From an optimization exercise on the open Yosys and OpenROAD flow, aimed at small area, a short achievable clock period and few clock cycles per item; shortcuts taken in it are not production practice. Only simulation tests tie the RTL to the original design; equivalence was not proved.

## kh64_hash
module kh64_hash (
    input  wire         clk,
    input  wire         rst,
    input  wire         in_valid,
    output wire         in_ready,
    input  wire [127:0] in_key,
    output reg          out_valid,
    output wire [63:0]  out_kh
);
    localparam [31:0] IV0 = 32'h6a09e667, IV1 = 32'hbb67ae85,
                      IV2 = 32'h3c6ef372,
                      IV4 = 32'h510e527f, IV5 = 32'h9b05688c,
                      IV6 = 32'h1f83d9ab,
                      D0  = 32'h9cbf5a55;   
    reg  [5:0]  t;
    reg         load;       
    reg         last;       
    reg         first;      
    reg         first_s;    
    reg         first_m;    
    reg         busy;       
    reg         pend;       
    reg  [31:0] a, b, c, d, e, f, g;
    reg  [31:0] p;          
    reg  [31:0] w [0:15];   
    assign in_ready = load;
    wire accept = in_valid && load;
    assign out_kh = {b[7:0], b[15:8], b[23:16], b[31:24],
                     a[7:0], a[15:8], a[23:16], a[31:24]};
    wire [31:0] bsig1 = {e[5:0], e[31:6]} ^ {e[10:0], e[31:11]} ^ {e[24:0], e[31:25]};
    wire [31:0] bsig0 = {a[1:0], a[31:2]} ^ {a[12:0], a[31:13]} ^ {a[21:0], a[31:22]};
    wire [31:0] ch    = (e & f) ^ (~e & g);
    wire [31:0] maj   = (a & b) ^ (a & c) ^ (b & c);
    wire [31:0] s0m   = first_s ? 32'd0 : bsig0;
    wire [31:0] mjm   = first_m ? 32'd0 : maj;
    wire [31:0] u_s = p ^ ch ^ bsig1;
    wire [31:0] u_c = ((p & ch) | (p & bsig1) | (ch & bsig1)) << 1;
    wire [31:0] x2s = u_s ^ u_c ^ s0m;
    wire [31:0] x2c = ((u_s & u_c) | (u_s & s0m) | (u_c & s0m)) << 1;
    wire [31:0] x3s = x2s ^ x2c ^ mjm;
    wire [31:0] x3c = ((x2s & x2c) | (x2s & mjm) | (x2c & mjm)) << 1;
    wire [31:0] a_new = x3s + x3c;
    wire [31:0] y2s = u_s ^ u_c ^ d;
    wire [31:0] y2c = ((u_s & u_c) | (u_s & d) | (u_c & d)) << 1;
    wire [31:0] e_new = y2s + y2c;
    wire [31:0] k_rom;
    reg  [31:0] k_n;        
    sha256_k u_k (.t(t), .k(k_rom));
    wire [31:0] h_n = last ? 32'd0 : g;       
    wire [31:0] w_n = w[1];
    wire [31:0] z1s = h_n ^ k_n ^ w_n;
    wire [31:0] z1c = ((h_n & k_n) | (h_n & w_n) | (k_n & w_n)) << 1;
    wire [31:0] p_new = z1s + z1c;
    wire [31:0] w1  = w[1];
    wire [31:0] w14 = w[14];
  ...
Size: about 3600 cells after synthesis, ~810 flip-flops, ~0.037 mm^2 of cells after synthesis.
Settings: LEC_CHECK=0, CAP_MARGIN=20, CORE_MARGIN=2, CORE_UTILIZATION=60, PLACE_DENSITY=0.75, SETUP_SLACK_MARGIN=5, SLEW_MARGIN=20; clock period 9.0 ns.
run.sh (not shown) runs the stock make flow with config.mk's settings and CLKGATE_MAP_FILE= SYNTH_SCRIPT=/design/flow/synth_recipe.tcl, a recipe that flattens the netlist after the stock synthesis.
Testbench counts at the start, summed over its fixed seeds: cycles 131,208, items 2,048.
Edit:
==> flow/flow/run.sh (new file) <==
#!/bin/bash
# The standard layout (the standard.sh, standard synthesis unchanged),
# with two changes:
#  * the buffers that placement puts on every input and output port are the
#    small sky130_fd_sc_hd__buf_1 instead of ORFS's default pick;
#  * clock tree synthesis inserts no dummy loads (its other arguments are
#    ORFS defaults, with sink clusters of up to 24 flip-flops within 100 um).
# ORFS writes each step's full log under orfs/logs/; make's own output goes
# to standard.log here.
set -euo pipefail
export BUFFER_PORTS_ARGS="-buffer_cell sky130_fd_sc_hd__buf_1"
export CTS_ARGS="-sink_clustering_enable -repair_clock_nets -dont_use_dummy_load -sink_clustering_size 24 -sink_clustering_max_diameter 100"
bash standard.sh > standard.log 2>&1
==> flow/standard.sh (new file) <==
#!/bin/bash
# synth_recipe.tcl (not shown) runs the flow's synth.tcl, then flattens the netlist and writes it again
# the make line also repeats each setting of config.mk as NAME=value (left out here)
make -C /OpenROAD-flow-scripts/flow DESIGN_CONFIG=/design/flow/config.mk WORK_HOME=/design/flow/orfs CLKGATE_MAP_FILE= SYNTH_SCRIPT=/design/flow/synth_recipe.tcl "${@:-finish}"
- CORE_UTILIZATION: 60 -> 30
- PLACE_DENSITY: 0.75 -> not set
- SETUP_SLACK_MARGIN: 5 -> 4.25
- TNS_END_PERCENT: not set -> 20
removed: flow/run.sh
=>
- global-route usage falls by 20 points
- via count came out lower by about 10%
- die area climbs by about 100%

==> afterwards: timing with drivers on the ports <==
The flow's constraints put no driver on any port. The routed layouts listed below were extracted and timed again, unchanged, in two steps. Step 1 (the two cells are an assumption about what drives the block):
set clk [get_ports {clk}]
set_driving_cell -lib_cell sky130_fd_sc_hd__clkbuf_16 $clk
set_driving_cell -lib_cell sky130_fd_sc_hd__buf_2 [delete_from_list [all_inputs] $clk]
Step 2 moves the port delays by t, midway between the first and last clock arrival at a register: inputs arrive t later, outputs are due t later. That takes back most of the time a late clock gives input paths. Slacks: no drivers / after step 1 / after step 2; pairs: no drivers / after step 1.
run	t, ns	setup slack, ns	worst setup path at the end	worst register clock-pin slew, ns
the first run	0.684	4.270 / 4.270 / 4.270	register to register	0.07 / 0.07
the second run	0.692	4.325 / 4.325 / 4.325	register to register	0.10 / 0.10
After both steps setup and hold are still met in every run listed.
